This design comes from an exercise in tuning for small area and a short achievable clock period on the open sky130 flow, not from production work. Power and IR drop assume default switching activity.

== onyx ==
==> flow/design.v <==
module elem_combine (
    input  wire        clk,
    input  wire        rst,         
    input  wire        in_valid,
    input  wire [1:0]  in_op,       
    input  wire [2:0]  in_type,     
    input  wire [31:0] in_a,        
    input  wire [31:0] in_x,        
    output reg         out_valid,
    output reg  [31:0] out_res,
    output reg         out_nan,     
    output reg         out_ovf,     
    output reg         out_bad      
);
    wire i_fp32 = (in_type == 3'd1);
    wire i_bf16 = (in_type == 3'd2);
    wire i_fp16 = (in_type == 3'd3);
    wire i_int8 = (in_type == 3'd4);
    wire i_i32  = (in_type == 3'd5);
    wire i_8    = (in_type == 3'd0) | i_int8;
    wire i_fp   = i_fp32 | i_bf16 | i_fp16;
    wire i_wr   = (in_op == 2'd1);
    wire i_add  = (in_op == 2'd2);
    wire i_max  = (in_op == 2'd3);
    wire i_ok   = (i_wr & (i_8 | i_fp | i_i32)) | (i_add & (i_fp | i_i32)) |
                  (i_max & (i_fp | i_int8 | i_i32));
    reg        v0;
    reg [31:0] ra0, rx0;
    reg        ok0, add0, max0, fp0, h0, bf0, i32_0, f8_0, t_32;
    always @(posedge clk) begin
        if (rst) v0 <= 1'b0;
        else     v0 <= in_valid;
        ra0   <= in_a;
        rx0   <= in_x;
        ok0   <= i_ok;
        add0  <= i_add;
        max0  <= i_max;
        fp0   <= i_fp;
        h0    <= i_fp16;
        bf0   <= i_bf16;
        i32_0 <= i_i32;
        f8_0  <= i_8;
        t_32  <= i_fp32 | i_i32;
    end
    wire f16_0 = bf0 | h0;
    function automatic [31:0] unpack;     
        input [31:0] v;
        input        t8, t32, tbf, th;
        begin
            unpack = ({32{t32}} & v) |
                     ({32{tbf}} & {v[15:0], 16'h0}) |
                     ({32{th}}  & {v[15], 3'b000, v[14:0], 13'h0}) |
                     ({32{t8}}  & {v[7:0], 24'h0});
        end
    endfunction
    wire [31:0] a0 = unpack(ra0, f8_0, t_32, bf0, h0);
    wire [31:0] x0 = unpack(rx0, f8_0, t_32, bf0, h0);
    wire sa = a0[31];
    wire sx = x0[31];
    wire ge;
    ec_add #(31) u_cmp (.a(a0[30:0]), .b(~x0[30:0]), .ci(1'b1), .s(), .co(ge));
    wire max_a = (sa ^ sx) ? sx : ((fp0 & sa) ? ~ge : ge);
    wire sel_a = add0 ? ge : (max0 & max_a);
    wire [31:0] L = sel_a ? a0 : x0;
    wire [31:0] S = sel_a ? x0 : a0;
    wire a_emax = h0 ? (&a0[27:23]) : (&a0[30:23]);
    wire x_emax = h0 ? (&x0[27:23]) : (&x0[30:23]);
    wire a_fnz  = |a0[22:0];
    wire x_fnz  = |x0[22:0];
    wire a_nan  = a_emax & a_fnz;
    wire x_nan  = x_emax & x_fnz;
    wire any_inf = (a_emax & ~a_fnz) | (x_emax & ~x_fnz);
    wire add_nan = a_nan | x_nan | (a_emax & x_emax & (sa ^ sx));
    wire r_nan  = ok0 & fp0 & ((add0 & add_nan) | (max0 & (a_nan | x_nan)));
    wire r_fadd = ok0 & fp0 & add0 & ~add_nan & ~any_inf;
    wire [31:0] isum;
    ec_add #(32) u_iadd (.a(ra0), .b(rx0), .ci(1'b0), .s(isum), .co());
    wire [31:0] Lr = (add0 & i32_0) ? isum : L;
    wire        ha = |a0[30:23];
    wire        hx = |x0[30:23];
    wire [7:0]  ea = {a0[30:24], a0[23] | ~ha};
    wire [7:0]  ex = {x0[30:24], x0[23] | ~hx};
    wire [7:0]  d_ax, d_xa;
    ec_add #(8) u_dax (.a(ea), .b(~ex), .ci(1'b1), .s(d_ax), .co());
    ec_add #(8) u_dxa (.a(ex), .b(~ea), .ci(1'b1), .s(d_xa), .co());
    wire [7:0]  d  = sel_a ? d_ax : d_xa;
    wire [23:0] ms = {sel_a ? hx : ha, S[22:0]};
    wire        zsign = ~(|a0[30:0]) & ~(|x0[30:0]) & sa & sx;
    reg        v1;
    reg [31:0] L1;
    reg [23:0] ms1;
    reg [4:0]  d1;
    reg        big1;
    reg        sub1, nan1, bad1, fadd1, zs1, h1, bf1, f8_1, f16_1;
    always @(posedge clk) begin
        if (rst) v1 <= 1'b0;
        else     v1 <= v0;
        L1    <= Lr;
        ms1   <= ms;
        d1    <= d[4:0];
        big1  <= |d[7:5];
        sub1  <= sa ^ sx;
        nan1  <= r_nan;
        bad1  <= ~ok0;
        fadd1 <= r_fadd;
        zs1   <= zsign;
        h1    <= h0;
        bf1   <= bf0;
        f8_1  <= f8_0;
        f16_1 <= f16_0;
    end
    wire [26:0] sh0 = {ms1, 3'b000};
    wire [26:0] sh1 = d1[0] ? {1'b0,  sh0[26:1]} : sh0;
    wire        st1 = d1[0] & sh0[0];
    wire [26:0] sh2 = d1[1] ? {2'b0,  sh1[26:2]} : sh1;
    wire        st2 = st1 | (d1[1] & (|sh1[1:0]));
    wire [26:0] sh3 = d1[2] ? {4'b0,  sh2[26:4]} : sh2;
    wire        st3 = st2 | (d1[2] & (|sh2[3:0]));
    wire [26:0] sh4 = d1[3] ? {8'b0,  sh3[26:8]} : sh3;
    wire        st4 = st3 | (d1[3] & (|sh3[7:0]));
    wire [26:0] sh5 = d1[4] ? {16'b0, sh4[26:16]} : sh4;
    wire        st5 = st4 | (d1[4] & (|sh4[15:0]));
    wire [26:0] als1 = big1 ? {26'b0, |ms1} : {sh5[26:1], sh5[0] | st5};
    wire        hl = |L1[30:23];
    wire [7:0]  el = {L1[30:24], L1[23] | ~hl};
    wire [23:0] ml = {hl, L1[22:0]};
    wire [27:0] sum;
    ec_add #(27) u_add (.a({ml, 3'b000}), .b(als1 ^ {27{sub1}}), .ci(sub1),
                        .s(sum[26:0]), .co(sum[27]));
    wire        cy = sum[27] & ~sub1;
    wire [26:0] lim_bit = (el < 8'd28) ? (27'h400_0000 >> (el - 8'd1)) : 27'h0;
    wire [26:0] lzin = sum[26:0] | lim_bit;
    reg  [4:0]  lz;
    integer k;
    always @(*) begin
        lz = 5'd0;
        for (k = 0; k < 27; k = k + 1)
            if (lzin[k]) lz = 5'd26 - k[4:0];
    end
    reg        v2;
    reg [31:0] L2;
    reg [4:0]  sumh2;
    wire [27:0] sum2 = {sumh2, L2[22:0]};
    reg [4:0]  lz2;
    reg        nan2, bad2, fadd2, zs2, h2, bf2, f8_2, f16_2;
    always @(posedge clk) begin
        if (rst) v2 <= 1'b0;
        else     v2 <= v1;
        L2    <= {L1[31:23], fadd1 ? sum[22:0] : L1[22:0]};
        sumh2 <= {cy, sum[26:23]};
        lz2   <= lz;
        nan2  <= nan1;
        bad2  <= bad1;
        fadd2 <= fadd1;
        zs2   <= zs1;
        h2    <= h1;
        bf2   <= bf1;
        f8_2  <= f8_1;
        f16_2 <= f16_1;
    end
    wire [7:0]  e2 = {L2[30:24], L2[23] | ~(|L2[30:23])};
    wire        sl = L2[31];
    wire [26:0] nrm = sum2[27] ? {sum2[27:2], sum2[1] | sum2[0]} : (sum2[26:0] << lz2);
    wire [8:0]  e_n = sum2[27] ? {1'b0, e2} + 9'd1 : {1'b0, e2} - {4'b0, lz2};
    wire        hid = nrm[26];
    wire        zero_sum = ~(|sum2);
    wire        g_32 = nrm[2],  st_32 = |nrm[1:0],  l_32 = nrm[3];
    wire        g_16 = nrm[15], st_16 = |nrm[14:0], l_16 = nrm[16];
    wire        g_bf = nrm[18], st_bf = |nrm[17:0], l_bf = nrm[19];
    wire        rnd = h2  ? (g_16 & (st_16 | l_16)) :
                      bf2 ? (g_bf & (st_bf | l_bf)) :
                            (g_32 & (st_32 | l_32));
    wire [22:0] frac_t = h2  ? {nrm[25:16], 13'h0} :
                         bf2 ? {nrm[25:19], 16'h0} : nrm[25:3];
    wire [22:0] inc = h2  ? {9'h0, rnd, 13'h0} :
                      bf2 ? {6'h0, rnd, 16'h0} : {22'h0, rnd};
    wire [8:0]  ef = {e_n[8:1], e_n[0] & hid};
    wire [31:0] pk;
    ec_add #(32) u_rnd (.a({ef, frac_t}), .b({9'd0, inc}), .ci(1'b0), .s(pk), .co());
    wire        f_ones = h2 ? (&nrm[25:16]) : bf2 ? (&nrm[25:19]) : (&nrm[25:3]);
    wire        e_top  = h2 ? (ef[8:5] == 4'd0) & (&ef[4:1]) : ~ef[8] & (&ef[7:1]);
    wire        e_ge   = h2 ? (|ef[8:5]) | (&ef[4:0]) : ef[8] | (&ef[7:0]);
    wire        ovf    = e_ge | (e_top & ~ef[0] & f_ones & rnd);
    reg [31:0] ru;
    always @(*) begin
        if (bad2)
            ru = 32'h0;
        else if (nan2)
            ru = {1'b0, h2 ? 8'h1F : 8'hFF, 23'h40_0000};
        else if (fadd2) begin
            if (zero_sum)
                ru = {zs2, 31'h0};
            else if (ovf)
                ru = {sl, h2 ? 8'h1F : 8'hFF, 23'h0};
            else
                ru = {sl, pk[30:0]};
        end else
            ru = L2;
    end
    wire [31:0] res = f8_2  ? {24'h0, ru[31:24]} :
                      h2    ? {16'h0, ru[31], ru[27:13]} :
                      f16_2 ? {16'h0, ru[31:16]} : ru;
    wire        r_ovf = fadd2 & ~zero_sum & ovf;
    always @(posedge clk) begin
        if (rst) out_valid <= 1'b0;
        else     out_valid <= v2;
        out_res <= res;
        out_nan <= nan2;
        out_ovf <= r_ovf;
        out_bad <= bad2;
    end
endmodule
module ec_add #(parameter W = 8) (
    input  wire [W-1:0] a,
    input  wire [W-1:0] b,
    input  wire         ci,
    output wire [W-1:0] s,
    output wire         co
);
    reg [W:0] G, P, Gn, Pn;
    integer lv, i, j;
    always @(*) begin
        G = {a & b, ci};
        P = {a ^ b, 1'b0};
        for (lv = 0; (1 << lv) < W + 1; lv = lv + 1) begin
            Gn = G;
            Pn = P;
            for (i = 0; i < W + 1; i = i + 1)
                if ((i >> lv) & 1) begin
                    j = ((i >> lv) << lv) - 1;
                    Gn[i] = G[i] | (P[i] & G[j]);
                    Pn[i] = P[i] & P[j];
                end
            G = Gn;
            P = Pn;
        end
    end
    assign s  = a ^ b ^ G[W-1:0];
    assign co = G[W];
endmodule
Settings: LEC_CHECK=0, ABC_AREA=1, CAP_MARGIN=20, CORE_MARGIN=2, CORE_UTILIZATION=60, CTS_CLUSTER_DIAMETER=100, CTS_CLUSTER_SIZE=24, PLACE_DENSITY=0.7, SLEW_MARGIN=20; clock period 25.0 ns.
standard.sh (not shown) runs the stock make flow with config.mk's settings and CLKGATE_MAP_FILE= SYNTH_SCRIPT=/design/flow/synth_recipe.tcl, a recipe that flattens the netlist after the stock synthesis.
==> flow/flow/run.sh <==
#!/bin/bash
# Standard layout (standard.sh) with two changes:
#  - port buffers are buf_1 cells (the resizer upsizes those that need it)
#  - the resizer's setup repair aims for SETUP_SLACK_MARGIN of slack
set -euo pipefail
export SETUP_SLACK_MARGIN=19.05
export BUFFER_PORTS_ARGS="-buffer_cell sky130_fd_sc_hd__buf_1"
bash standard.sh > standard.log 2>&1
> inputs changed (onyx -> sierra)
diff --git a/flow/design.v b/flow/design.v
--- a/flow/design.v
+++ b/flow/design.v
@@ -80,18 +80,15 @@
     wire        hx = |x0[30:23];
     wire [7:0]  ea = {a0[30:24], a0[23] | ~ha};
     wire [7:0]  ex = {x0[30:24], x0[23] | ~hx};
-    wire [7:0]  d_ax, d_xa;
-    ec_add #(8) u_dax (.a(ea), .b(~ex), .ci(1'b1), .s(d_ax), .co());
-    ec_add #(8) u_dxa (.a(ex), .b(~ea), .ci(1'b1), .s(d_xa), .co());
-    wire [7:0]  d  = sel_a ? d_ax : d_xa;
+    wire [7:0]  d;
+    ec_add #(8) u_d (.a(sel_a ? ea : ex), .b(sel_a ? ~ex : ~ea), .ci(1'b1), .s(d), .co());
     wire [23:0] ms = {sel_a ? hx : ha, S[22:0]};
-    wire        zsign = ~(|a0[30:0]) & ~(|x0[30:0]) & sa & sx;
     reg        v1;
     reg [31:0] L1;
     reg [23:0] ms1;
     reg [4:0]  d1;
     reg        big1;
-    reg        sub1, nan1, bad1, fadd1, zs1, h1, bf1, f8_1, f16_1;
+    reg        sub1, nan1, bad1, fadd1, h1, bf1, f8_1, f16_1;
     always @(posedge clk) begin
         if (rst) v1 <= 1'b0;
         else     v1 <= v0;
@@ -103,7 +100,6 @@
         nan1  <= r_nan;
         bad1  <= ~ok0;
         fadd1 <= r_fadd;
-        zs1   <= zsign;
         h1    <= h0;
         bf1   <= bf0;
         f8_1  <= f8_0;
@@ -128,15 +124,15 @@
     ec_add #(27) u_add (.a({ml, 3'b000}), .b(als1 ^ {27{sub1}}), .ci(sub1),
                         .s(sum[26:0]), .co(sum[27]));
     wire        cy = sum[27] & ~sub1;
-    wire [26:0] lim_bit = (el < 8'd28) ? (27'h400_0000 >> (el - 8'd1)) : 27'h0;
-    wire [26:0] lzin = sum[26:0] | lim_bit;
-    reg  [4:0]  lz;
+    reg  [4:0]  lzr;
     integer k;
     always @(*) begin
-        lz = 5'd0;
+        lzr = 5'd27;
         for (k = 0; k < 27; k = k + 1)
-            if (lzin[k]) lz = 5'd26 - k[4:0];
-    end
+            if (sum[k]) lzr = 5'd26 - k[4:0];
+    end
+    wire [7:0]  elm1 = el - 8'd1;
+    wire [4:0]  lz = (elm1 < {3'b000, lzr}) ? elm1[4:0] : lzr;
     reg        v2;
     reg [31:0] L2;
     reg [4:0]  sumh2;
@@ -152,7 +148,7 @@
         nan2  <= nan1;
         bad2  <= bad1;
         fadd2 <= fadd1;
-        zs2   <= zs1;
+        zs2   <= L1[31] & ~sub1 & ~(|L1[30:0]);    
         h2    <= h1;
         bf2   <= bf1;
         f8_2  <= f8_1;
@@ -170,8 +166,7 @@
     wire        rnd = h2  ? (g_16 & (st_16 | l_16)) :
                       bf2 ? (g_bf & (st_bf | l_bf)) :
                             (g_32 & (st_32 | l_32));
-    wire [22:0] frac_t = h2  ? {nrm[25:16], 13'h0} :
-                         bf2 ? {nrm[25:19], 16'h0} : nrm[25:3];
+    wire [22:0] frac_t = nrm[25:3];
     wire [22:0] inc = h2  ? {9'h0, rnd, 13'h0} :
                       bf2 ? {6'h0, rnd, 16'h0} : {22'h0, rnd};
     wire [8:0]  ef = {e_n[8:1], e_n[0] & hid};
### Flow results
On final setup slack of the worst path: between onyx and sierra, it ends up higher for onyx. Diff onyx and sierra: count of clock-buffer cells in the layout lower in sierra. The inverter count in sierra sits 42 below the value recorded for onyx. sierra -> onyx: count of flip-flops with a built-in enable after synthesis delta 0, exact match. Relative to onyx, sierra degrades final critical-path required period. Between onyx and sierra, the difference in first-iteration DRC count is negligible. sierra ended with less cell count than onyx. Diff onyx and sierra: adder-cell share of the synthesized area lower in sierra. On sierra: total power is 0.082 mW higher than what onyx gave. When the final numbers for onyx and sierra were put side by side, the area added between synthesis and finish turned out to be smaller in onyx. Of the two values seen for last element of the critical path, out_res[0] was produced by sierra and out_res[14] by onyx. Number of library cell types mapped by synthesis ended up 7 higher on sierra than on onyx.
No functional check of the RTL was part of any run of this note.

static timing again, ports no longer ideal:
The flow's constraints put no driver on any port. The routed layouts listed below were extracted and timed again, unchanged, in two steps.
Step 1 assumes that a clkbuf_16 drives the clock port and a buf_2 every other input.
Step 2 adds t to the input delays and takes it off the output delays; t is the mean of the earliest and latest rising clock arrival at the registers after step 1. Input paths then give back, and output paths get back, about the clock's delay inside the block.
a / b / c = ideal ports / drivers / drivers and shift; a / b = the first two.
run | shift t [ns] | slack for setup (ns) | worst hold slack (ns)
onyx | 0.540 | 19.061 / 19.010 / 19.270 | 0.329 / 0.329 / 0.329
sierra | 0.550 | 19.046 / 18.995 / 19.376 | 0.334 / 0.334 / 0.334
After both steps every run listed still meets setup and hold.
